From an optimization exercise on the open Yosys and OpenROAD flow, aimed at small area and a short achievable clock period; shortcuts taken in it are not production practice. Only simulation tests tie the RTL to the original design; equivalence was not proved. Power figures rest on the tool's default switching activity, not on a simulated workload.

==> flow/design.v <==
module i_alu (
    input  wire        clk,
    input  wire        rst,         
    input  wire        valid,
    input  wire [5:0]  opc,
    input  wire [63:0] a,
    input  wire [63:0] b,
    input  wire [1:0]  fn,
    output reg         res_valid,
    output reg  [63:0] res,
    output reg         cf,
    output reg         vf
);
    wire op_add = (opc == 6'h01) | (opc == 6'h20);
    wire op_sub = (opc == 6'h02);
    wire op_addc = (opc == 6'h03);
    wire op_subc = (opc == 6'h04);
    wire op_and = (opc == 6'h05) | (opc == 6'h21);
    wire op_or = (opc == 6'h06) | (opc == 6'h22);
    wire op_xor = (opc == 6'h07) | (opc == 6'h23);
    wire op_andn = (opc == 6'h08);
    wire op_orn = (opc == 6'h09);
    wire op_shl = (opc == 6'h0A) | (opc == 6'h24);
    wire op_shr = (opc == 6'h0B) | (opc == 6'h25);
    wire op_sar = (opc == 6'h0C) | (opc == 6'h26);
    wire op_rol = (opc == 6'h0D) | (opc == 6'h27);
    wire op_cmpeq = (opc == 6'h0E) | (opc == 6'h28);
    wire op_cmpne = (opc == 6'h0F) | (opc == 6'h29);
    wire op_cmplt = (opc == 6'h10) | (opc == 6'h2A);
    wire op_cmpltu = (opc == 6'h11) | (opc == 6'h2B);
    wire op_cmple = (opc == 6'h12);
    wire op_cmpleu = (opc == 6'h13);
    wire op_min = (opc == 6'h14);
    wire op_max = (opc == 6'h15);
    wire op_minu = (opc == 6'h16);
    wire op_maxu = (opc == 6'h17);
    wire op_clz = (opc == 6'h18);
    wire op_ctz = (opc == 6'h19);
    wire op_popc = (opc == 6'h1A);
    wire op_bswap = (opc == 6'h1B);
    wire op_sext = (opc == 6'h1C);
    wire op_zext = (opc == 6'h1D);
    wire op_movi = (opc == 6'h2C);
    wire op_movhi = (opc == 6'h2D);
    wire op_addpc = (opc == 6'h2E);
    wire go = valid & ~rst;                  
    wire fn3 = (fn == 2'd3);
    wire op_ext = op_sext | op_zext;
    wire wr = op_add | op_sub | op_addc | op_subc | op_and | op_or | op_xor | op_andn | op_orn |
              op_shl | op_shr | op_sar | op_rol | op_cmpeq | op_cmpne | op_cmplt | op_cmpltu |
              op_cmple | op_cmpleu | op_min | op_max | op_minu | op_maxu | op_clz | op_ctz |
              op_popc | op_bswap | (op_ext & ~fn3) | op_movi | op_movhi | op_addpc;
    wire wf = op_add | op_sub | op_addc | op_subc;
    wire op_cmp = op_cmpeq | op_cmpne | op_cmplt | op_cmpltu | op_cmple | op_cmpleu;
    wire op_mm  = op_min | op_max | op_minu | op_maxu;
    wire inv = op_sub | op_subc | op_cmp | op_mm;
    wire cin = op_addc ? cf : op_subc ? ~cf : inv;
    wire [63:0] y = b ^ {64{inv}};
    wire [63:0] p = a ^ y;
    wire [63:0] g = a & y;
    wire g0c = g[0] | (p[0] & cin);
    wire cg1 = g[1] | (p[1] & g0c);
    wire cp2 = p[1] & p[0];
    wire cg3 = g[3] | (p[3] & g[2]);
    wire cp4 = p[3] & p[2];
    wire cg5 = g[5] | (p[5] & g[4]);
    wire cp6 = p[5] & p[4];
    wire cg7 = g[7] | (p[7] & g[6]);
    wire cp8 = p[7] & p[6];
    wire cg9 = g[9] | (p[9] & g[8]);
    wire cp10 = p[9] & p[8];
    wire cg11 = g[11] | (p[11] & g[10]);
    wire cp12 = p[11] & p[10];
    wire cg13 = g[13] | (p[13] & g[12]);
    wire cp14 = p[13] & p[12];
    wire cg15 = g[15] | (p[15] & g[14]);
    wire cp16 = p[15] & p[14];
    wire cg17 = g[17] | (p[17] & g[16]);
    wire cp18 = p[17] & p[16];
    wire cg19 = g[19] | (p[19] & g[18]);
    wire cp20 = p[19] & p[18];
    wire cg21 = g[21] | (p[21] & g[20]);
    wire cp22 = p[21] & p[20];
    wire cg23 = g[23] | (p[23] & g[22]);
    wire cp24 = p[23] & p[22];
    wire cg25 = g[25] | (p[25] & g[24]);
    wire cp26 = p[25] & p[24];
    wire cg27 = g[27] | (p[27] & g[26]);
    wire cp28 = p[27] & p[26];
    wire cg29 = g[29] | (p[29] & g[28]);
    wire cp30 = p[29] & p[28];
    wire cg31 = g[31] | (p[31] & g[30]);
    wire cp32 = p[31] & p[30];
    wire cg33 = g[33] | (p[33] & g[32]);
    wire cp34 = p[33] & p[32];
    wire cg35 = g[35] | (p[35] & g[34]);
    wire cp36 = p[35] & p[34];
    wire cg37 = g[37] | (p[37] & g[36]);
    wire cp38 = p[37] & p[36];
    wire cg39 = g[39] | (p[39] & g[38]);
    wire cp40 = p[39] & p[38];
    wire cg41 = g[41] | (p[41] & g[40]);
    wire cp42 = p[41] & p[40];
    wire cg43 = g[43] | (p[43] & g[42]);
    wire cp44 = p[43] & p[42];
    wire cg45 = g[45] | (p[45] & g[44]);
    wire cp46 = p[45] & p[44];
    wire cg47 = g[47] | (p[47] & g[46]);
    wire cp48 = p[47] & p[46];
    wire cg49 = g[49] | (p[49] & g[48]);
    wire cp50 = p[49] & p[48];
    wire cg51 = g[51] | (p[51] & g[50]);
    wire cp52 = p[51] & p[50];
    wire cg53 = g[53] | (p[53] & g[52]);
    wire cp54 = p[53] & p[52];
    wire cg55 = g[55] | (p[55] & g[54]);
    wire cp56 = p[55] & p[54];
    wire cg57 = g[57] | (p[57] & g[56]);
    wire cp58 = p[57] & p[56];
    wire cg59 = g[59] | (p[59] & g[58]);
    wire cp60 = p[59] & p[58];
    wire cg61 = g[61] | (p[61] & g[60]);
    wire cp62 = p[61] & p[60];
    wire cg63 = g[63] | (p[63] & g[62]);
    wire cp64 = p[63] & p[62];
    wire cg65 = cg3 | (cp4 & cg1);
    wire cp66 = cp4 & cp2;
    wire cg67 = cg7 | (cp8 & cg5);
    wire cp68 = cp8 & cp6;
    wire cg69 = cg11 | (cp12 & cg9);
    wire cp70 = cp12 & cp10;
    wire cg71 = cg15 | (cp16 & cg13);
    wire cp72 = cp16 & cp14;
    wire cg73 = cg19 | (cp20 & cg17);
    wire cp74 = cp20 & cp18;
    wire cg75 = cg23 | (cp24 & cg21);
    wire cp76 = cp24 & cp22;
    wire cg77 = cg27 | (cp28 & cg25);
    wire cp78 = cp28 & cp26;
    wire cg79 = cg31 | (cp32 & cg29);
    wire cp80 = cp32 & cp30;
    wire cg81 = cg35 | (cp36 & cg33);
    wire cp82 = cp36 & cp34;
    wire cg83 = cg39 | (cp40 & cg37);
    wire cp84 = cp40 & cp38;
    wire cg85 = cg43 | (cp44 & cg41);
    wire cp86 = cp44 & cp42;
    wire cg87 = cg47 | (cp48 & cg45);
    wire cp88 = cp48 & cp46;
    wire cg89 = cg51 | (cp52 & cg49);
    wire cp90 = cp52 & cp50;
    wire cg91 = cg55 | (cp56 & cg53);
    wire cp92 = cp56 & cp54;
    wire cg93 = cg59 | (cp60 & cg57);
    wire cp94 = cp60 & cp58;
    wire cg95 = cg63 | (cp64 & cg61);
    wire cp96 = cp64 & cp62;
    wire cg97 = cg67 | (cp68 & cg65);
    wire cp98 = cp68 & cp66;
    wire cg99 = cg71 | (cp72 & cg69);
    wire cp100 = cp72 & cp70;
    wire cg101 = cg75 | (cp76 & cg73);
    wire cp102 = cp76 & cp74;
    wire cg103 = cg79 | (cp80 & cg77);
    wire cp104 = cp80 & cp78;
    wire cg105 = cg83 | (cp84 & cg81);
    wire cp106 = cp84 & cp82;
    wire cg107 = cg87 | (cp88 & cg85);
    wire cp108 = cp88 & cp86;
    wire cg109 = cg91 | (cp92 & cg89);
    wire cp110 = cp92 & cp90;
    wire cg111 = cg95 | (cp96 & cg93);
    wire cp112 = cp96 & cp94;
    wire cg113 = cg99 | (cp100 & cg97);
    wire cp114 = cp100 & cp98;
    wire cg115 = cg103 | (cp104 & cg101);
    wire cp116 = cp104 & cp102;
    wire cg117 = cg107 | (cp108 & cg105);
    wire cp118 = cp108 & cp106;
    wire cg119 = cg111 | (cp112 & cg109);
    wire cp120 = cp112 & cp110;
    wire cg121 = cg115 | (cp116 & cg113);
    wire cp122 = cp116 & cp114;
    wire cg123 = cg119 | (cp120 & cg117);
    wire cp124 = cp120 & cp118;
    wire cg125 = cg123 | (cp124 & cg121);
    wire cp126 = cp124 & cp122;
    wire cg127 = cg117 | (cp118 & cg121);
    wire cp128 = cp118 & cp122;
    wire cg129 = cg101 | (cp102 & cg113);
    wire cp130 = cp102 & cp114;
    wire cg131 = cg105 | (cp106 & cg121);
    wire cp132 = cp106 & cp122;
    wire cg133 = cg109 | (cp110 & cg127);
    wire cp134 = cp110 & cp128;
    wire cg135 = cg69 | (cp70 & cg97);
    wire cp136 = cp70 & cp98;
    wire cg137 = cg73 | (cp74 & cg113);
    wire cp138 = cp74 & cp114;
    wire cg139 = cg77 | (cp78 & cg129);
    wire cp140 = cp78 & cp130;
    wire cg141 = cg81 | (cp82 & cg121);
    wire cp142 = cp82 & cp122;
    wire cg143 = cg85 | (cp86 & cg131);
    wire cp144 = cp86 & cp132;
    wire cg145 = cg89 | (cp90 & cg127);
    wire cp146 = cp90 & cp128;
    wire cg147 = cg93 | (cp94 & cg133);
    wire cp148 = cp94 & cp134;
    wire cg149 = cg5 | (cp6 & cg65);
    wire cp150 = cp6 & cp66;
    wire cg151 = cg9 | (cp10 & cg97);
    wire cp152 = cp10 & cp98;
    wire cg153 = cg13 | (cp14 & cg135);
    wire cp154 = cp14 & cp136;
    wire cg155 = cg17 | (cp18 & cg113);
    wire cp156 = cp18 & cp114;
    wire cg157 = cg21 | (cp22 & cg137);
    wire cp158 = cp22 & cp138;
    wire cg159 = cg25 | (cp26 & cg129);
    wire cp160 = cp26 & cp130;
    wire cg161 = cg29 | (cp30 & cg139);
    wire cp162 = cp30 & cp140;
    wire cg163 = cg33 | (cp34 & cg121);
    wire cp164 = cp34 & cp122;
    wire cg165 = cg37 | (cp38 & cg141);
    wire cp166 = cp38 & cp142;
    wire cg167 = cg41 | (cp42 & cg131);
    wire cp168 = cp42 & cp132;
    wire cg169 = cg45 | (cp46 & cg143);
    wire cp170 = cp46 & cp144;
    wire cg171 = cg49 | (cp50 & cg127);
    wire cp172 = cp50 & cp128;
    wire cg173 = cg53 | (cp54 & cg145);
    wire cp174 = cp54 & cp146;
    wire cg175 = cg57 | (cp58 & cg133);
    wire cp176 = cp58 & cp134;
    wire cg177 = cg61 | (cp62 & cg147);
    wire cp178 = cp62 & cp148;
    wire cg179 = g[2] | (p[2] & cg1);
    wire cp180 = p[2] & cp2;
    wire cg181 = g[4] | (p[4] & cg65);
    wire cp182 = p[4] & cp66;
    wire cg183 = g[6] | (p[6] & cg149);
    wire cp184 = p[6] & cp150;
    wire cg185 = g[8] | (p[8] & cg97);
    wire cp186 = p[8] & cp98;
    wire cg187 = g[10] | (p[10] & cg151);
    wire cp188 = p[10] & cp152;
    wire cg189 = g[12] | (p[12] & cg135);
    wire cp190 = p[12] & cp136;
    wire cg191 = g[14] | (p[14] & cg153);
    wire cp192 = p[14] & cp154;
    wire cg193 = g[16] | (p[16] & cg113);
    wire cp194 = p[16] & cp114;
    wire cg195 = g[18] | (p[18] & cg155);
    wire cp196 = p[18] & cp156;
    wire cg197 = g[20] | (p[20] & cg137);
    wire cp198 = p[20] & cp138;
    wire cg199 = g[22] | (p[22] & cg157);
    wire cp200 = p[22] & cp158;
    wire cg201 = g[24] | (p[24] & cg129);
    wire cp202 = p[24] & cp130;
    wire cg203 = g[26] | (p[26] & cg159);
    wire cp204 = p[26] & cp160;
    wire cg205 = g[28] | (p[28] & cg139);
    wire cp206 = p[28] & cp140;
    wire cg207 = g[30] | (p[30] & cg161);
    wire cp208 = p[30] & cp162;
    wire cg209 = g[32] | (p[32] & cg121);
    wire cp210 = p[32] & cp122;
    wire cg211 = g[34] | (p[34] & cg163);
    wire cp212 = p[34] & cp164;
    wire cg213 = g[36] | (p[36] & cg141);
    wire cp214 = p[36] & cp142;
    wire cg215 = g[38] | (p[38] & cg165);
    wire cp216 = p[38] & cp166;
    wire cg217 = g[40] | (p[40] & cg131);
    wire cp218 = p[40] & cp132;
    wire cg219 = g[42] | (p[42] & cg167);
    wire cp220 = p[42] & cp168;
    wire cg221 = g[44] | (p[44] & cg143);
    wire cp222 = p[44] & cp144;
    wire cg223 = g[46] | (p[46] & cg169);
    wire cp224 = p[46] & cp170;
    wire cg225 = g[48] | (p[48] & cg127);
    wire cp226 = p[48] & cp128;
    wire cg227 = g[50] | (p[50] & cg171);
    wire cp228 = p[50] & cp172;
    wire cg229 = g[52] | (p[52] & cg145);
    wire cp230 = p[52] & cp146;
    wire cg231 = g[54] | (p[54] & cg173);
    wire cp232 = p[54] & cp174;
    wire cg233 = g[56] | (p[56] & cg133);
    wire cp234 = p[56] & cp134;
    wire cg235 = g[58] | (p[58] & cg175);
    wire cp236 = p[58] & cp176;
    wire cg237 = g[60] | (p[60] & cg147);
    wire cp238 = p[60] & cp148;
    wire cg239 = g[62] | (p[62] & cg177);
    wire cp240 = p[62] & cp178;
    wire [64:0] c;
    assign c[0] = cin;
    assign c[1] = g0c;
    assign c[2] = cg1;
    assign c[3] = cg179;
    assign c[4] = cg65;
    assign c[5] = cg181;
    assign c[6] = cg149;
    assign c[7] = cg183;
    assign c[8] = cg97;
    assign c[9] = cg185;
    assign c[10] = cg151;
    assign c[11] = cg187;
    assign c[12] = cg135;
    assign c[13] = cg189;
    assign c[14] = cg153;
    assign c[15] = cg191;
    assign c[16] = cg113;
    assign c[17] = cg193;
    assign c[18] = cg155;
    assign c[19] = cg195;
    assign c[20] = cg137;
    assign c[21] = cg197;
    assign c[22] = cg157;
    assign c[23] = cg199;
    assign c[24] = cg129;
    assign c[25] = cg201;
    assign c[26] = cg159;
    assign c[27] = cg203;
    assign c[28] = cg139;
    assign c[29] = cg205;
    assign c[30] = cg161;
    assign c[31] = cg207;
    assign c[32] = cg121;
    assign c[33] = cg209;
    assign c[34] = cg163;
    assign c[35] = cg211;
    assign c[36] = cg141;
    assign c[37] = cg213;
    assign c[38] = cg165;
    assign c[39] = cg215;
    assign c[40] = cg131;
    assign c[41] = cg217;
    assign c[42] = cg167;
    assign c[43] = cg219;
    assign c[44] = cg143;
    assign c[45] = cg221;
    assign c[46] = cg169;
    assign c[47] = cg223;
    assign c[48] = cg127;
    assign c[49] = cg225;
    assign c[50] = cg171;
    assign c[51] = cg227;
    assign c[52] = cg145;
    assign c[53] = cg229;
    assign c[54] = cg173;
    assign c[55] = cg231;
    assign c[56] = cg133;
    assign c[57] = cg233;
    assign c[58] = cg175;
    assign c[59] = cg235;
    assign c[60] = cg147;
    assign c[61] = cg237;
    assign c[62] = cg177;
    assign c[63] = cg239;
    assign c[64] = cg125;
    wire [63:0] sum = p ^ c[63:0];
    wire cout = c[64];
    wire ovf = (a[63] ~^ y[63]) & (sum[63] ^ a[63]);
    wire ncf = (op_sub | op_subc) ? ~cout : cout;
    wire eq  = &p;
    wire lt  = (a[63] ^ b[63]) ? a[63] : ~c[63];
    wire ltu = (a[63] ^ b[63]) ? b[63] : ~c[63];
    wire cmp_r = (op_cmpeq & eq) | (op_cmpne & ~eq) | (op_cmplt & lt) | (op_cmpltu & ltu) |
                 (op_cmple & (lt | eq)) | (op_cmpleu & (ltu | eq));
    wire sa = (op_min & lt) | (op_max & ~lt) | (op_minu & ltu) | (op_maxu & ~ltu);
    wire left = op_shl | op_rol;
    wire [5:0] n = b[5:0];
    wire [5:0] k = left ? (6'd0 - n) : n;
    wire [63:0] r0 = a;
    wire [63:0] r1 = k[0] ? {r0[0:0], r0[63:1]} : r0;
    wire [63:0] r2 = k[1] ? {r1[1:0], r1[63:2]} : r1;
    wire [63:0] r3 = k[2] ? {r2[3:0], r2[63:4]} : r2;
    wire [63:0] r4 = k[3] ? {r3[7:0], r3[63:8]} : r3;
    wire [63:0] r5 = k[4] ? {r4[15:0], r4[63:16]} : r4;
    wire [63:0] r6 = k[5] ? {r5[31:0], r5[63:32]} : r5;
    wire shr_any = op_shr | op_sar;
    wire [2:0] nh = n[5:3], nl = n[2:0];
    wire [7:0] mh_gt, mh_eq, ml_gt;
    genvar gi;
    generate for (gi = 0; gi < 8; gi = gi + 1) begin : g_msk
        assign mh_gt[gi] = (op_shl & (nh > gi)) | (shr_any & (nh > (3'd7 - gi)));
        assign mh_eq[gi] = (op_shl & (nh == gi)) | (shr_any & (nh == (3'd7 - gi)));
        assign ml_gt[gi] = op_shl ? (nl > gi) : (nl > (3'd7 - gi));
    end endgenerate
    wire [63:0] mk;
    generate for (gi = 0; gi < 64; gi = gi + 1) begin : g_mk
        assign mk[gi] = mh_gt[gi/8] | (mh_eq[gi/8] & ml_gt[gi%8]);
    end endgenerate
    wire fill = op_sar & a[63];
    wire op_sh = op_shl | op_shr | op_sar | op_rol;
    wire [63:0] shv = (r6 & ~mk) | (mk & {64{fill}});
    wire clz_rv241 = a[63] | a[62];
    wire [0:0] clz_rc242 = ~a[63];
    wire clz_rv243 = a[61] | a[60];
    wire [0:0] clz_rc244 = ~a[61];
    wire clz_rv245 = a[59] | a[58];
    wire [0:0] clz_rc246 = ~a[59];
    wire clz_rv247 = a[57] | a[56];
    wire [0:0] clz_rc248 = ~a[57];
    wire clz_rv249 = a[55] | a[54];
    wire [0:0] clz_rc250 = ~a[55];
    wire clz_rv251 = a[53] | a[52];
    wire [0:0] clz_rc252 = ~a[53];
    wire clz_rv253 = a[51] | a[50];
    wire [0:0] clz_rc254 = ~a[51];
    wire clz_rv255 = a[49] | a[48];
    wire [0:0] clz_rc256 = ~a[49];
    wire clz_rv257 = a[47] | a[46];
    wire [0:0] clz_rc258 = ~a[47];
    wire clz_rv259 = a[45] | a[44];
    wire [0:0] clz_rc260 = ~a[45];
    wire clz_rv261 = a[43] | a[42];
    wire [0:0] clz_rc262 = ~a[43];
    wire clz_rv263 = a[41] | a[40];
    wire [0:0] clz_rc264 = ~a[41];
    wire clz_rv265 = a[39] | a[38];
    wire [0:0] clz_rc266 = ~a[39];
    wire clz_rv267 = a[37] | a[36];
    wire [0:0] clz_rc268 = ~a[37];
    wire clz_rv269 = a[35] | a[34];
    wire [0:0] clz_rc270 = ~a[35];
    wire clz_rv271 = a[33] | a[32];
    wire [0:0] clz_rc272 = ~a[33];
    wire clz_rv273 = a[31] | a[30];
    wire [0:0] clz_rc274 = ~a[31];
    wire clz_rv275 = a[29] | a[28];
    wire [0:0] clz_rc276 = ~a[29];
    wire clz_rv277 = a[27] | a[26];
    wire [0:0] clz_rc278 = ~a[27];
    wire clz_rv279 = a[25] | a[24];
    wire [0:0] clz_rc280 = ~a[25];
    wire clz_rv281 = a[23] | a[22];
    wire [0:0] clz_rc282 = ~a[23];
    wire clz_rv283 = a[21] | a[20];
    wire [0:0] clz_rc284 = ~a[21];
    wire clz_rv285 = a[19] | a[18];
    wire [0:0] clz_rc286 = ~a[19];
    wire clz_rv287 = a[17] | a[16];
    wire [0:0] clz_rc288 = ~a[17];
    wire clz_rv289 = a[15] | a[14];
    wire [0:0] clz_rc290 = ~a[15];
    wire clz_rv291 = a[13] | a[12];
    wire [0:0] clz_rc292 = ~a[13];
    wire clz_rv293 = a[11] | a[10];
    wire [0:0] clz_rc294 = ~a[11];
    wire clz_rv295 = a[9] | a[8];
    wire [0:0] clz_rc296 = ~a[9];
    wire clz_rv297 = a[7] | a[6];
    wire [0:0] clz_rc298 = ~a[7];
    wire clz_rv299 = a[5] | a[4];
    wire [0:0] clz_rc300 = ~a[5];
    wire clz_rv301 = a[3] | a[2];
    wire [0:0] clz_rc302 = ~a[3];
    wire clz_rv303 = a[1] | a[0];
    wire [0:0] clz_rc304 = ~a[1];
    wire clz_rv305 = clz_rv241 | clz_rv243;
    wire [1:0] clz_rc306 = clz_rv241 ? {1'b0, clz_rc242} : {1'b1, clz_rc244};
    wire clz_rv307 = clz_rv245 | clz_rv247;
    wire [1:0] clz_rc308 = clz_rv245 ? {1'b0, clz_rc246} : {1'b1, clz_rc248};
    wire clz_rv309 = clz_rv249 | clz_rv251;
    wire [1:0] clz_rc310 = clz_rv249 ? {1'b0, clz_rc250} : {1'b1, clz_rc252};
    wire clz_rv311 = clz_rv253 | clz_rv255;
    wire [1:0] clz_rc312 = clz_rv253 ? {1'b0, clz_rc254} : {1'b1, clz_rc256};
    wire clz_rv313 = clz_rv257 | clz_rv259;
    wire [1:0] clz_rc314 = clz_rv257 ? {1'b0, clz_rc258} : {1'b1, clz_rc260};
    wire clz_rv315 = clz_rv261 | clz_rv263;
    wire [1:0] clz_rc316 = clz_rv261 ? {1'b0, clz_rc262} : {1'b1, clz_rc264};
    wire clz_rv317 = clz_rv265 | clz_rv267;
    wire [1:0] clz_rc318 = clz_rv265 ? {1'b0, clz_rc266} : {1'b1, clz_rc268};
    wire clz_rv319 = clz_rv269 | clz_rv271;
    wire [1:0] clz_rc320 = clz_rv269 ? {1'b0, clz_rc270} : {1'b1, clz_rc272};
    wire clz_rv321 = clz_rv273 | clz_rv275;
    wire [1:0] clz_rc322 = clz_rv273 ? {1'b0, clz_rc274} : {1'b1, clz_rc276};
    wire clz_rv323 = clz_rv277 | clz_rv279;
    wire [1:0] clz_rc324 = clz_rv277 ? {1'b0, clz_rc278} : {1'b1, clz_rc280};
    wire clz_rv325 = clz_rv281 | clz_rv283;
    wire [1:0] clz_rc326 = clz_rv281 ? {1'b0, clz_rc282} : {1'b1, clz_rc284};
    wire clz_rv327 = clz_rv285 | clz_rv287;
    wire [1:0] clz_rc328 = clz_rv285 ? {1'b0, clz_rc286} : {1'b1, clz_rc288};
    wire clz_rv329 = clz_rv289 | clz_rv291;
    wire [1:0] clz_rc330 = clz_rv289 ? {1'b0, clz_rc290} : {1'b1, clz_rc292};
    wire clz_rv331 = clz_rv293 | clz_rv295;
    wire [1:0] clz_rc332 = clz_rv293 ? {1'b0, clz_rc294} : {1'b1, clz_rc296};
    wire clz_rv333 = clz_rv297 | clz_rv299;
    wire [1:0] clz_rc334 = clz_rv297 ? {1'b0, clz_rc298} : {1'b1, clz_rc300};
    wire clz_rv335 = clz_rv301 | clz_rv303;
    wire [1:0] clz_rc336 = clz_rv301 ? {1'b0, clz_rc302} : {1'b1, clz_rc304};
    wire clz_rv337 = clz_rv305 | clz_rv307;
    wire [2:0] clz_rc338 = clz_rv305 ? {1'b0, clz_rc306} : {1'b1, clz_rc308};
    wire clz_rv339 = clz_rv309 | clz_rv311;
    wire [2:0] clz_rc340 = clz_rv309 ? {1'b0, clz_rc310} : {1'b1, clz_rc312};
    wire clz_rv341 = clz_rv313 | clz_rv315;
    wire [2:0] clz_rc342 = clz_rv313 ? {1'b0, clz_rc314} : {1'b1, clz_rc316};
    wire clz_rv343 = clz_rv317 | clz_rv319;
    wire [2:0] clz_rc344 = clz_rv317 ? {1'b0, clz_rc318} : {1'b1, clz_rc320};
    wire clz_rv345 = clz_rv321 | clz_rv323;
    wire [2:0] clz_rc346 = clz_rv321 ? {1'b0, clz_rc322} : {1'b1, clz_rc324};
    wire clz_rv347 = clz_rv325 | clz_rv327;
    wire [2:0] clz_rc348 = clz_rv325 ? {1'b0, clz_rc326} : {1'b1, clz_rc328};
    wire clz_rv349 = clz_rv329 | clz_rv331;
    wire [2:0] clz_rc350 = clz_rv329 ? {1'b0, clz_rc330} : {1'b1, clz_rc332};
    wire clz_rv351 = clz_rv333 | clz_rv335;
    wire [2:0] clz_rc352 = clz_rv333 ? {1'b0, clz_rc334} : {1'b1, clz_rc336};
    wire clz_rv353 = clz_rv337 | clz_rv339;
    wire [3:0] clz_rc354 = clz_rv337 ? {1'b0, clz_rc338} : {1'b1, clz_rc340};
    wire clz_rv355 = clz_rv341 | clz_rv343;
    wire [3:0] clz_rc356 = clz_rv341 ? {1'b0, clz_rc342} : {1'b1, clz_rc344};
    wire clz_rv357 = clz_rv345 | clz_rv347;
    wire [3:0] clz_rc358 = clz_rv345 ? {1'b0, clz_rc346} : {1'b1, clz_rc348};
    wire clz_rv359 = clz_rv349 | clz_rv351;
    wire [3:0] clz_rc360 = clz_rv349 ? {1'b0, clz_rc350} : {1'b1, clz_rc352};
    wire clz_rv361 = clz_rv353 | clz_rv355;
    wire [4:0] clz_rc362 = clz_rv353 ? {1'b0, clz_rc354} : {1'b1, clz_rc356};
    wire clz_rv363 = clz_rv357 | clz_rv359;
    wire [4:0] clz_rc364 = clz_rv357 ? {1'b0, clz_rc358} : {1'b1, clz_rc360};
    wire clz_rv365 = clz_rv361 | clz_rv363;
    wire [5:0] clz_rc366 = clz_rv361 ? {1'b0, clz_rc362} : {1'b1, clz_rc364};
    wire [6:0] clz_r = clz_rv365 ? {1'b0, clz_rc366} : 7'd64;
    wire ctz_rv367 = a[0] | a[1];
    wire [0:0] ctz_rc368 = ~a[0];
    wire ctz_rv369 = a[2] | a[3];
    wire [0:0] ctz_rc370 = ~a[2];
    wire ctz_rv371 = a[4] | a[5];
    wire [0:0] ctz_rc372 = ~a[4];
    wire ctz_rv373 = a[6] | a[7];
    wire [0:0] ctz_rc374 = ~a[6];
    wire ctz_rv375 = a[8] | a[9];
    wire [0:0] ctz_rc376 = ~a[8];
    wire ctz_rv377 = a[10] | a[11];
    wire [0:0] ctz_rc378 = ~a[10];
    wire ctz_rv379 = a[12] | a[13];
    wire [0:0] ctz_rc380 = ~a[12];
    wire ctz_rv381 = a[14] | a[15];
    wire [0:0] ctz_rc382 = ~a[14];
    wire ctz_rv383 = a[16] | a[17];
    wire [0:0] ctz_rc384 = ~a[16];
    wire ctz_rv385 = a[18] | a[19];
    wire [0:0] ctz_rc386 = ~a[18];
    wire ctz_rv387 = a[20] | a[21];
    wire [0:0] ctz_rc388 = ~a[20];
    wire ctz_rv389 = a[22] | a[23];
    wire [0:0] ctz_rc390 = ~a[22];
    wire ctz_rv391 = a[24] | a[25];
    wire [0:0] ctz_rc392 = ~a[24];
    wire ctz_rv393 = a[26] | a[27];
    wire [0:0] ctz_rc394 = ~a[26];
    wire ctz_rv395 = a[28] | a[29];
    wire [0:0] ctz_rc396 = ~a[28];
    wire ctz_rv397 = a[30] | a[31];
    wire [0:0] ctz_rc398 = ~a[30];
    wire ctz_rv399 = a[32] | a[33];
    wire [0:0] ctz_rc400 = ~a[32];
    wire ctz_rv401 = a[34] | a[35];
    wire [0:0] ctz_rc402 = ~a[34];
    wire ctz_rv403 = a[36] | a[37];
    wire [0:0] ctz_rc404 = ~a[36];
    wire ctz_rv405 = a[38] | a[39];
    wire [0:0] ctz_rc406 = ~a[38];
    wire ctz_rv407 = a[40] | a[41];
    wire [0:0] ctz_rc408 = ~a[40];
    wire ctz_rv409 = a[42] | a[43];
    wire [0:0] ctz_rc410 = ~a[42];
    wire ctz_rv411 = a[44] | a[45];
    wire [0:0] ctz_rc412 = ~a[44];
    wire ctz_rv413 = a[46] | a[47];
    wire [0:0] ctz_rc414 = ~a[46];
    wire ctz_rv415 = a[48] | a[49];
    wire [0:0] ctz_rc416 = ~a[48];
    wire ctz_rv417 = a[50] | a[51];
    wire [0:0] ctz_rc418 = ~a[50];
    wire ctz_rv419 = a[52] | a[53];
    wire [0:0] ctz_rc420 = ~a[52];
    wire ctz_rv421 = a[54] | a[55];
    wire [0:0] ctz_rc422 = ~a[54];
    wire ctz_rv423 = a[56] | a[57];
    wire [0:0] ctz_rc424 = ~a[56];
    wire ctz_rv425 = a[58] | a[59];
    wire [0:0] ctz_rc426 = ~a[58];
    wire ctz_rv427 = a[60] | a[61];
    wire [0:0] ctz_rc428 = ~a[60];
    wire ctz_rv429 = a[62] | a[63];
    wire [0:0] ctz_rc430 = ~a[62];
    wire ctz_rv431 = ctz_rv367 | ctz_rv369;
    wire [1:0] ctz_rc432 = ctz_rv367 ? {1'b0, ctz_rc368} : {1'b1, ctz_rc370};
    wire ctz_rv433 = ctz_rv371 | ctz_rv373;
    wire [1:0] ctz_rc434 = ctz_rv371 ? {1'b0, ctz_rc372} : {1'b1, ctz_rc374};
    wire ctz_rv435 = ctz_rv375 | ctz_rv377;
    wire [1:0] ctz_rc436 = ctz_rv375 ? {1'b0, ctz_rc376} : {1'b1, ctz_rc378};
    wire ctz_rv437 = ctz_rv379 | ctz_rv381;
    wire [1:0] ctz_rc438 = ctz_rv379 ? {1'b0, ctz_rc380} : {1'b1, ctz_rc382};
    wire ctz_rv439 = ctz_rv383 | ctz_rv385;
    wire [1:0] ctz_rc440 = ctz_rv383 ? {1'b0, ctz_rc384} : {1'b1, ctz_rc386};
    wire ctz_rv441 = ctz_rv387 | ctz_rv389;
    wire [1:0] ctz_rc442 = ctz_rv387 ? {1'b0, ctz_rc388} : {1'b1, ctz_rc390};
    wire ctz_rv443 = ctz_rv391 | ctz_rv393;
    wire [1:0] ctz_rc444 = ctz_rv391 ? {1'b0, ctz_rc392} : {1'b1, ctz_rc394};
    wire ctz_rv445 = ctz_rv395 | ctz_rv397;
    wire [1:0] ctz_rc446 = ctz_rv395 ? {1'b0, ctz_rc396} : {1'b1, ctz_rc398};
    wire ctz_rv447 = ctz_rv399 | ctz_rv401;
    wire [1:0] ctz_rc448 = ctz_rv399 ? {1'b0, ctz_rc400} : {1'b1, ctz_rc402};
    wire ctz_rv449 = ctz_rv403 | ctz_rv405;
    wire [1:0] ctz_rc450 = ctz_rv403 ? {1'b0, ctz_rc404} : {1'b1, ctz_rc406};
    wire ctz_rv451 = ctz_rv407 | ctz_rv409;
    wire [1:0] ctz_rc452 = ctz_rv407 ? {1'b0, ctz_rc408} : {1'b1, ctz_rc410};
    wire ctz_rv453 = ctz_rv411 | ctz_rv413;
    wire [1:0] ctz_rc454 = ctz_rv411 ? {1'b0, ctz_rc412} : {1'b1, ctz_rc414};
    wire ctz_rv455 = ctz_rv415 | ctz_rv417;
    wire [1:0] ctz_rc456 = ctz_rv415 ? {1'b0, ctz_rc416} : {1'b1, ctz_rc418};
    wire ctz_rv457 = ctz_rv419 | ctz_rv421;
    wire [1:0] ctz_rc458 = ctz_rv419 ? {1'b0, ctz_rc420} : {1'b1, ctz_rc422};
    wire ctz_rv459 = ctz_rv423 | ctz_rv425;
    wire [1:0] ctz_rc460 = ctz_rv423 ? {1'b0, ctz_rc424} : {1'b1, ctz_rc426};
    wire ctz_rv461 = ctz_rv427 | ctz_rv429;
    wire [1:0] ctz_rc462 = ctz_rv427 ? {1'b0, ctz_rc428} : {1'b1, ctz_rc430};
    wire ctz_rv463 = ctz_rv431 | ctz_rv433;
    wire [2:0] ctz_rc464 = ctz_rv431 ? {1'b0, ctz_rc432} : {1'b1, ctz_rc434};
    wire ctz_rv465 = ctz_rv435 | ctz_rv437;
    wire [2:0] ctz_rc466 = ctz_rv435 ? {1'b0, ctz_rc436} : {1'b1, ctz_rc438};
    wire ctz_rv467 = ctz_rv439 | ctz_rv441;
    wire [2:0] ctz_rc468 = ctz_rv439 ? {1'b0, ctz_rc440} : {1'b1, ctz_rc442};
    wire ctz_rv469 = ctz_rv443 | ctz_rv445;
    wire [2:0] ctz_rc470 = ctz_rv443 ? {1'b0, ctz_rc444} : {1'b1, ctz_rc446};
    wire ctz_rv471 = ctz_rv447 | ctz_rv449;
    wire [2:0] ctz_rc472 = ctz_rv447 ? {1'b0, ctz_rc448} : {1'b1, ctz_rc450};
    wire ctz_rv473 = ctz_rv451 | ctz_rv453;
    wire [2:0] ctz_rc474 = ctz_rv451 ? {1'b0, ctz_rc452} : {1'b1, ctz_rc454};
    wire ctz_rv475 = ctz_rv455 | ctz_rv457;
    wire [2:0] ctz_rc476 = ctz_rv455 ? {1'b0, ctz_rc456} : {1'b1, ctz_rc458};
    wire ctz_rv477 = ctz_rv459 | ctz_rv461;
    wire [2:0] ctz_rc478 = ctz_rv459 ? {1'b0, ctz_rc460} : {1'b1, ctz_rc462};
    wire ctz_rv479 = ctz_rv463 | ctz_rv465;
    wire [3:0] ctz_rc480 = ctz_rv463 ? {1'b0, ctz_rc464} : {1'b1, ctz_rc466};
    wire ctz_rv481 = ctz_rv467 | ctz_rv469;
    wire [3:0] ctz_rc482 = ctz_rv467 ? {1'b0, ctz_rc468} : {1'b1, ctz_rc470};
    wire ctz_rv483 = ctz_rv471 | ctz_rv473;
    wire [3:0] ctz_rc484 = ctz_rv471 ? {1'b0, ctz_rc472} : {1'b1, ctz_rc474};
    wire ctz_rv485 = ctz_rv475 | ctz_rv477;
    wire [3:0] ctz_rc486 = ctz_rv475 ? {1'b0, ctz_rc476} : {1'b1, ctz_rc478};
    wire ctz_rv487 = ctz_rv479 | ctz_rv481;
    wire [4:0] ctz_rc488 = ctz_rv479 ? {1'b0, ctz_rc480} : {1'b1, ctz_rc482};
    wire ctz_rv489 = ctz_rv483 | ctz_rv485;
    wire [4:0] ctz_rc490 = ctz_rv483 ? {1'b0, ctz_rc484} : {1'b1, ctz_rc486};
    wire ctz_rv491 = ctz_rv487 | ctz_rv489;
    wire [5:0] ctz_rc492 = ctz_rv487 ? {1'b0, ctz_rc488} : {1'b1, ctz_rc490};
    wire [6:0] ctz_r = ctz_rv491 ? {1'b0, ctz_rc492} : 7'd64;
    wire ps493 = a[0] ^ a[1] ^ a[2];
    wire pc494 = (a[0] & a[1]) | (a[0] & a[2]) | (a[1] & a[2]);
    wire ps495 = a[3] ^ a[4] ^ a[5];
    wire pc496 = (a[3] & a[4]) | (a[3] & a[5]) | (a[4] & a[5]);
    wire ps497 = a[6] ^ a[7] ^ a[8];
    wire pc498 = (a[6] & a[7]) | (a[6] & a[8]) | (a[7] & a[8]);
    wire ps499 = a[9] ^ a[10] ^ a[11];
    wire pc500 = (a[9] & a[10]) | (a[9] & a[11]) | (a[10] & a[11]);
    wire ps501 = a[12] ^ a[13] ^ a[14];
    wire pc502 = (a[12] & a[13]) | (a[12] & a[14]) | (a[13] & a[14]);
    wire ps503 = a[15] ^ a[16] ^ a[17];
    wire pc504 = (a[15] & a[16]) | (a[15] & a[17]) | (a[16] & a[17]);
    wire ps505 = a[18] ^ a[19] ^ a[20];
    wire pc506 = (a[18] & a[19]) | (a[18] & a[20]) | (a[19] & a[20]);
    wire ps507 = a[21] ^ a[22] ^ a[23];
    wire pc508 = (a[21] & a[22]) | (a[21] & a[23]) | (a[22] & a[23]);
    wire ps509 = a[24] ^ a[25] ^ a[26];
    wire pc510 = (a[24] & a[25]) | (a[24] & a[26]) | (a[25] & a[26]);
    wire ps511 = a[27] ^ a[28] ^ a[29];
    wire pc512 = (a[27] & a[28]) | (a[27] & a[29]) | (a[28] & a[29]);
    wire ps513 = a[30] ^ a[31] ^ a[32];
    wire pc514 = (a[30] & a[31]) | (a[30] & a[32]) | (a[31] & a[32]);
    wire ps515 = a[33] ^ a[34] ^ a[35];
    wire pc516 = (a[33] & a[34]) | (a[33] & a[35]) | (a[34] & a[35]);
    wire ps517 = a[36] ^ a[37] ^ a[38];
    wire pc518 = (a[36] & a[37]) | (a[36] & a[38]) | (a[37] & a[38]);
    wire ps519 = a[39] ^ a[40] ^ a[41];
    wire pc520 = (a[39] & a[40]) | (a[39] & a[41]) | (a[40] & a[41]);
    wire ps521 = a[42] ^ a[43] ^ a[44];
    wire pc522 = (a[42] & a[43]) | (a[42] & a[44]) | (a[43] & a[44]);
    wire ps523 = a[45] ^ a[46] ^ a[47];
    wire pc524 = (a[45] & a[46]) | (a[45] & a[47]) | (a[46] & a[47]);
    wire ps525 = a[48] ^ a[49] ^ a[50];
    wire pc526 = (a[48] & a[49]) | (a[48] & a[50]) | (a[49] & a[50]);
    wire ps527 = a[51] ^ a[52] ^ a[53];
    wire pc528 = (a[51] & a[52]) | (a[51] & a[53]) | (a[52] & a[53]);
    wire ps529 = a[54] ^ a[55] ^ a[56];
    wire pc530 = (a[54] & a[55]) | (a[54] & a[56]) | (a[55] & a[56]);
    wire ps531 = a[57] ^ a[58] ^ a[59];
    wire pc532 = (a[57] & a[58]) | (a[57] & a[59]) | (a[58] & a[59]);
    wire ps533 = a[60] ^ a[61] ^ a[62];
    wire pc534 = (a[60] & a[61]) | (a[60] & a[62]) | (a[61] & a[62]);
    wire ps535 = ps493 ^ ps495 ^ ps497;
    wire pc536 = (ps493 & ps495) | (ps493 & ps497) | (ps495 & ps497);
    wire ps537 = ps499 ^ ps501 ^ ps503;
    wire pc538 = (ps499 & ps501) | (ps499 & ps503) | (ps501 & ps503);
    wire ps539 = ps505 ^ ps507 ^ ps509;
    wire pc540 = (ps505 & ps507) | (ps505 & ps509) | (ps507 & ps509);
    wire ps541 = ps511 ^ ps513 ^ ps515;
    wire pc542 = (ps511 & ps513) | (ps511 & ps515) | (ps513 & ps515);
    wire ps543 = ps517 ^ ps519 ^ ps521;
    wire pc544 = (ps517 & ps519) | (ps517 & ps521) | (ps519 & ps521);
    wire ps545 = ps523 ^ ps525 ^ ps527;
    wire pc546 = (ps523 & ps525) | (ps523 & ps527) | (ps525 & ps527);
    wire ps547 = ps529 ^ ps531 ^ ps533;
    wire pc548 = (ps529 & ps531) | (ps529 & ps533) | (ps531 & ps533);
    wire ps549 = pc494 ^ pc496 ^ pc498;
    wire pc550 = (pc494 & pc496) | (pc494 & pc498) | (pc496 & pc498);
    wire ps551 = pc500 ^ pc502 ^ pc504;
    wire pc552 = (pc500 & pc502) | (pc500 & pc504) | (pc502 & pc504);
    wire ps553 = pc506 ^ pc508 ^ pc510;
    wire pc554 = (pc506 & pc508) | (pc506 & pc510) | (pc508 & pc510);
    wire ps555 = pc512 ^ pc514 ^ pc516;
    wire pc556 = (pc512 & pc514) | (pc512 & pc516) | (pc514 & pc516);
    wire ps557 = pc518 ^ pc520 ^ pc522;
    wire pc558 = (pc518 & pc520) | (pc518 & pc522) | (pc520 & pc522);
    wire ps559 = pc524 ^ pc526 ^ pc528;
    wire pc560 = (pc524 & pc526) | (pc524 & pc528) | (pc526 & pc528);
    wire ps561 = pc530 ^ pc532 ^ pc534;
    wire pc562 = (pc530 & pc532) | (pc530 & pc534) | (pc532 & pc534);
    wire ps563 = ps535 ^ ps537 ^ ps539;
    wire pc564 = (ps535 & ps537) | (ps535 & ps539) | (ps537 & ps539);
    wire ps565 = ps541 ^ ps543 ^ ps545;
    wire pc566 = (ps541 & ps543) | (ps541 & ps545) | (ps543 & ps545);
    wire ps567 = ps547 ^ a[63];
    wire pc568 = ps547 & a[63];
    wire ps569 = pc536 ^ pc538 ^ pc540;
    wire pc570 = (pc536 & pc538) | (pc536 & pc540) | (pc538 & pc540);
    wire ps571 = pc542 ^ pc544 ^ pc546;
    wire pc572 = (pc542 & pc544) | (pc542 & pc546) | (pc544 & pc546);
    wire ps573 = pc548 ^ ps549 ^ ps551;
    wire pc574 = (pc548 & ps549) | (pc548 & ps551) | (ps549 & ps551);
    wire ps575 = ps553 ^ ps555 ^ ps557;
    wire pc576 = (ps553 & ps555) | (ps553 & ps557) | (ps555 & ps557);
    wire ps577 = ps559 ^ ps561;
    wire pc578 = ps559 & ps561;
    wire ps579 = pc550 ^ pc552 ^ pc554;
    wire pc580 = (pc550 & pc552) | (pc550 & pc554) | (pc552 & pc554);
    wire ps581 = pc556 ^ pc558 ^ pc560;
    wire pc582 = (pc556 & pc558) | (pc556 & pc560) | (pc558 & pc560);
    wire ps583 = ps563 ^ ps565 ^ ps567;
    wire pc584 = (ps563 & ps565) | (ps563 & ps567) | (ps565 & ps567);
    wire ps585 = pc564 ^ pc566 ^ pc568;
    wire pc586 = (pc564 & pc566) | (pc564 & pc568) | (pc566 & pc568);
    wire ps587 = ps569 ^ ps571 ^ ps573;
    wire pc588 = (ps569 & ps571) | (ps569 & ps573) | (ps571 & ps573);
    wire ps589 = ps575 ^ ps577;
    wire pc590 = ps575 & ps577;
    wire ps591 = pc570 ^ pc572 ^ pc574;
    wire pc592 = (pc570 & pc572) | (pc570 & pc574) | (pc572 & pc574);
    wire ps593 = pc576 ^ pc578 ^ ps579;
    wire pc594 = (pc576 & pc578) | (pc576 & ps579) | (pc578 & ps579);
    wire ps595 = ps581 ^ pc562;
    wire pc596 = ps581 & pc562;
    wire ps597 = pc584 ^ ps585 ^ ps587;
    wire pc598 = (pc584 & ps585) | (pc584 & ps587) | (ps585 & ps587);
    wire ps599 = pc586 ^ pc588 ^ pc590;
    wire pc600 = (pc586 & pc588) | (pc586 & pc590) | (pc588 & pc590);
    wire ps601 = ps591 ^ ps593 ^ ps595;
    wire pc602 = (ps591 & ps593) | (ps591 & ps595) | (ps593 & ps595);
    wire ps603 = pc592 ^ pc594 ^ pc596;
    wire pc604 = (pc592 & pc594) | (pc592 & pc596) | (pc594 & pc596);
    wire ps605 = pc580 ^ pc582;
    wire pc606 = pc580 & pc582;
    wire ps607 = pc598 ^ ps599 ^ ps601;
    wire pc608 = (pc598 & ps599) | (pc598 & ps601) | (ps599 & ps601);
    wire ps609 = pc600 ^ pc602 ^ ps603;
    wire pc610 = (pc600 & pc602) | (pc600 & ps603) | (pc602 & ps603);
    wire ps611 = pc608 ^ ps609 ^ ps605;
    wire pc612 = (pc608 & ps609) | (pc608 & ps605) | (ps609 & ps605);
    wire ps613 = pc610 ^ pc604 ^ pc606;
    wire pc614 = (pc610 & pc604) | (pc610 & pc606) | (pc604 & pc606);
    wire [6:0] popc_r = {1'b0 , pc614 , pc612 , ps611 , ps607 , ps597 , ps583} + {1'b0 , 1'b0 , ps613 , 1'b0 , 1'b0 , ps589 , 1'b0};
    wire [6:0] cnt = ({7{op_clz}} & clz_r) | ({7{op_ctz}} & ctz_r) | ({7{op_popc}} & popc_r);
    wire [3:0] tt_com = ({4{op_and}}  & 4'b1000) | ({4{op_or}}  & 4'b1110) | ({4{op_xor}} & 4'b0110) |
                        ({4{op_andn}} & 4'b0100) | ({4{op_orn}} & 4'b1101) | ({4{op_movi}} & 4'b1010) |
                        ({4{op_mm}} & {1'b1, sa, ~sa, 1'b0});
    wire [3:0] PA = 4'b1100;
    wire sx = op_sext & (fn == 2'd0 ? a[7] : fn == 2'd1 ? a[15] : a[31]);
    wire [3:0] FX = {4{sx}};
    wire [3:0] tt0 = tt_com | {4{op_cmp & cmp_r}} | ({4{op_ext | op_movhi}} & PA);
    wire [3:0] tt1 = tt_com | ({4{op_ext | op_movhi}} & PA);    
    wire [3:0] tt3 = tt_com | ({4{op_ext}} & (fn == 2'd0 ? FX : PA)) | ({4{op_movhi}} & PA);    
    wire [3:0] tt4 = tt_com | ({4{op_ext}} & (fn == 2'd2 ? PA : FX)) | ({4{op_movhi}} & PA);    
    wire [3:0] tt5 = tt_com | ({4{op_ext}} & FX) | ({4{op_movhi & ~fn[0]}} & PA);            
    wire [3:0] tt6 = tt_com | ({4{op_ext}} & FX);                                             
    wire [3:0] ttg0 = tt0 & {4{go}}, ttg1 = tt1 & {4{go}}, ttg3 = tt3 & {4{go}},
               ttg4 = tt4 & {4{go}}, ttg5 = tt5 & {4{go}}, ttg6 = tt6 & {4{go}};
    wire [63:0] lg;
    generate for (gi = 0; gi < 64; gi = gi + 1) begin : g_lg
        wire [3:0] t = (gi == 0) ? ttg0 : (gi < 8) ? ttg1 : (gi < 16) ? ttg3 :
                       (gi < 32) ? ttg4 : (gi < 48) ? ttg5 : ttg6;
        assign lg[gi] = t[{a[gi], b[gi]}];
    end endgenerate
    wire s_sum  = go & (op_add | op_sub | op_addc | op_subc | op_addpc);
    wire s_sh   = go & op_sh;
    wire s_bsw  = go & op_bswap;
    wire s_mh1  = go & op_movhi & fn[0];
    wire s_mh0  = go & op_movhi & ~fn[0];
    wire s_cnt  = go & (op_clz | op_ctz | op_popc);
    wire s_hold = ~rst & ~(valid & wr);
    wire s_fill = go & fill;
    wire [63:0] bsw = {a[7:0], a[15:8], a[23:16], a[31:24], a[39:32], a[47:40], a[55:48], a[63:56]};
    wire [63:0] mhv = ({64{s_mh1}} & {b[31:0], 32'd0}) | ({64{s_mh0}} & {b[15:0], 48'd0});
    wire [63:0] nres = lg | ({64{s_sum}} & sum) | ({64{s_sh}} & r6 & ~mk) | ({64{s_fill}} & mk) |
                       ({64{s_bsw}} & bsw) | mhv | ({64{s_cnt}} & {57'd0, cnt}) | ({64{s_hold}} & res);
    always @(posedge clk) begin
        res       <= nres;
        res_valid <= go & wr;
        if (rst) begin
            cf <= 1'b0;
            vf <= 1'b0;
        end else if (valid & wf) begin
            cf <= ncf;
            vf <= ovf;
        end
    end
endmodule
==> flow/run.sh <==
#!/bin/bash
# synth_recipe.tcl (not shown) runs the flow's synth.tcl, then flattens the netlist and writes it again
# the make line also repeats each setting of config.mk as NAME=value (left out here)
make -C /OpenROAD-flow-scripts/flow DESIGN_CONFIG=/design/flow/config.mk WORK_HOME=/design/flow/orfs CLKGATE_MAP_FILE= SYNTH_SCRIPT=/design/flow/synth_recipe.tcl finish
==> flow/config.mk <==
export PLATFORM = sky130hd
export DESIGN_NAME = i_alu
export DESIGN_NICKNAME = i_alu
export VERILOG_FILES = /design/flow/design.v
export SDC_FILE = /design/flow/constraint.sdc
export NUM_CORES = 4
export LEC_CHECK = 0
export ABC_AREA = 1
export CAP_MARGIN = 20
export CORE_MARGIN = 2
export CORE_UTILIZATION = 30
export PLACE_DENSITY = 0.4
export SLEW_MARGIN = 20
==> flow/constraint.sdc <==
create_clock -name core_clock -period 10.0 [get_ports {clk}]
set_input_delay 2.0000 -clock core_clock [delete_from_list [all_inputs] [get_ports {clk}]]
set_output_delay 2.0000 -clock core_clock [all_outputs]
set_load 0.01 [all_outputs]
==> notes.md <==
==> state kept, by name, indices dropped and copies added, names as in the netlist <==
name,count
res_valid,1
res,64
vf,1
cf,1
==> worst max-delay path, delay by kind of cell <==
| kind | cells | cell delay [ns] |
|---|---|---|
| AOI/OAI and AO/OA | 7 | 1.13 |
| and+or+nand+nor | 27 | 3.63 |
| buffers and inverters | 5 | 1.29 |
| adders and majority gates | 3 | 1.21 |
==> cell usage after synthesis, types with 8 or more instances <==
cell type and instances:
o22ai_2 8, clkbuf_1 62, inv_2 13, o21ai_1 20, nor2_2 8, nand3_1 859
o21ai_0 236, ha_1 88, inv_1 348, xnor2_1 14, a31oi_1 18, xor2_1 82
fa_1 89, buf_2 70, a21o_1 15, buf_4 12, buf_1 8, nor3_1 17
o211ai_1 43, nor2_1 281, nand2_2 9, dfxtp_1 67, nand2_1 537, o21bai_1 32
o22ai_1 41, a22oi_1 10, a21oi_1 225
==> kinds of logic after synthesis <==
| kind of cell | share of synthesized area |
|---|---|
| AOI/OAI and AO/OA | 0.208 |
| xor gates and xnor gates | 0.0454 |
| adders and majority gates | 0.153 |
| buffers and inverters | 0.114 |
| DFF | 0.0710 |
| and+or+nand+nor | 0.409 |
==> final cells by class <==
type                            instances  area (µm²)  share of cell area
Clock buffer                            9         225              0.0102
Timing Repair Buffer                  251        2410               0.110
Antenna cell                            2        5.00            0.000228
Inverter                              364        1370              0.0623
Sequential cell                        67        1340              0.0610
Multi-Input combinational cell       2688       15500               0.704
Tap cell                              837        1050              0.0477
Clock inverter                          7         108             0.00490
==> cell usage in the layout, fill, tap and decap left out, drive strengths merged, types with 32 or more instances in the layout <==
cell / instances
nand3: 859
nand2: 548
inv: 365
nor2: 293
o21ai: 259
a21oi: 227
clkdlybuf4s50: 204
fa: 89
ha: 88
xor2: 83
dfxtp: 67
o22ai: 49
buf: 47
o211ai: 43
o21bai: 32
==> where the power goes <==
part | internal [mW] | leakage, nW | switching [mW] | total, mW
Sequential | 0.313 | 0.562 | 0.0491 | 0.362
Combinational | 0.759 | 9.74 | 1.40 | 2.16
Clock | 0.224 | 0.160 | 0.187 | 0.411
==> metal layers <==
| layer | track usage | part of all wire |
|---|---|---|
| met3 | 0.0880 | 0.11 |
| met5 | 0 | 0.00027 |
| met1 | 0.556 | 0.41 |
| met4 | 0.214 | 0.061 |
| met2 | 0.605 | 0.42 |
==> final timing paths <==
kind	cells after the start	slack (ns)	endpoint
max	42	1.0	res[43]
min	4	0.54	res[54]
max reg2reg	35	3.92	res[43]
min reg2reg	4	0.54	res[54]
==> flow_summary.toml <==
[status]
run_status = "complete, no violations"

[clock_network]
numCtsBuffers = 9
htreeDepth = 3
cts.repair.resized = 0
insertion_delay_ns = 0.40
cts_root_buffer = "clkbuf_16"
cts_sinks = 67
cts_tree = "built"
path_clk_slew_ns = 0.07
cts_setup_buffers = 0
cts_hold_buf = 0
cts_buffer_depth = 2

[sta]
worst_pin_slew_ns = 1.24
relSlewSlack = 0.165
holdWs_ns = 0.540
period_needed_ns = 9.00
setup_viol = 0
fin_worst_skew_ns = 0.0111
hold_viol_final = 0
min_period_over_period = 0.900
maxSlewViolCount = 0
setup_tns_ns = 0
fmax_mhz = 111
rsz0062_at_grt = "no"
final.setup.worst_slack_ns = 0.998

[critical_path]
cp_data_required_time_ns = 10.28
slowest_delay_ns = 0.60
worstSetupEndpointType = "flop"
cp-startpoint = "opc[4]"
worst_setup_path_start_kind = "input pin"
r2r_start = "cf"
path_max_fanout = 19
cp_common_cell = "nand2_1"
arrival_ns = 9.28
crit_type = "input pin to flop"
cp_slowest_cell = "clkdlybuf4s50_1"

[synthesis]
synth-edff-count = 0
synth.top_cell.area_share = 0.228
yosys.area.top_type = "nand3_1"
synthArstFlopShare = 0
syn_avg_cell_area_um2 = 5.76
seq_area_frac_synth = 0.0710
synth_top_cells_by_area = "nand3_1 23%, nand2_1 11%, fa_1 9.4%"
ys.flop_type = "dfxtp_1"
syn_inst = 3279
synth.distinct_cells = 51
yosysWarnings = 1
synth_area_mm2 = 0.0189
syn_nets = 3595
synth_seq_cells = 67

[floorplan]
die-area_mm2 = 0.0650
initial_utilization = 0.305
ios = 206
core.rowCount = 91
coreArea_mm2 = 0.0619
die_w_um = 255
die_y_um = 255

[drt]
via_per_inst = 6.18
first_pass_iters = 8
totalWireLength_um = 136000
dr.first_iter.drc_count = 3801
ant_nets = 0
route.detailed.drc = 0
vias = 26100
wl_per_cell_um = 32.1

[global_route]
grt_max_degree = 96
antenna_found_initial = 5
grt_pass1_vias = 24200
grt-ovfl-total = 0
track_usage = 0.410
grt_pass1_wl_um = 186000

[power]
power_density_mw_per_mm2 = 133
p_total_mw = 2.93
p_leak_nw = 10.5
ir_worst_vdd_mv = 0.331

[place]
placed_cells = 4207
dp_slack_ns = 0.655
dp_hpwl_um = 111000
place_area_mm2 = 0.0216
portBuffers = 205
gp_congestion = 1.04

[finish]
nets = 3697
drive_gt1_frac = 0.0375
finalNonFillerCells = 4225
fill_cells = 7004
syn2layout_area_growth_pct = 16.4
final_util = 0.355
fin_area_mm2 = 0.0220

[hold_path]
hold_path_class = "flop to flop"
hold_path.startpoint = "res[54]"

[flow_run]
cap_violations = 0

[afterwards: timing with drivers on the ports]
The flow's constraints put no driver on any port. The routed layout listed below was extracted and timed again, unchanged, in two steps. Step 1 (the two cells are an assumption about what drives the block):
set clk [get_ports {clk}]
set_driving_cell -lib_cell sky130_fd_sc_hd__clkbuf_16 $clk
set_driving_cell -lib_cell sky130_fd_sc_hd__buf_2 [delete_from_list [all_inputs] $clk]
Step 2, shift: input delay + t, output delay - t, t = (earliest + latest rising clock arrival at the registers) / 2. This alone moves slack from input paths to output paths. a / b / c = no drivers / after step 1 / after step 2; a / b = the first two.
shift t [ns]: 0.462
setup WS [ns]: 0.998 / 1.035 / 0.574
worst register clock-pin slew, ns: 0.08 / 0.08
After both steps setup and hold are still met in this run. For this run, drivers alone change the setup slack by +0.037 ns; drivers and shift together by -0.424 ns.
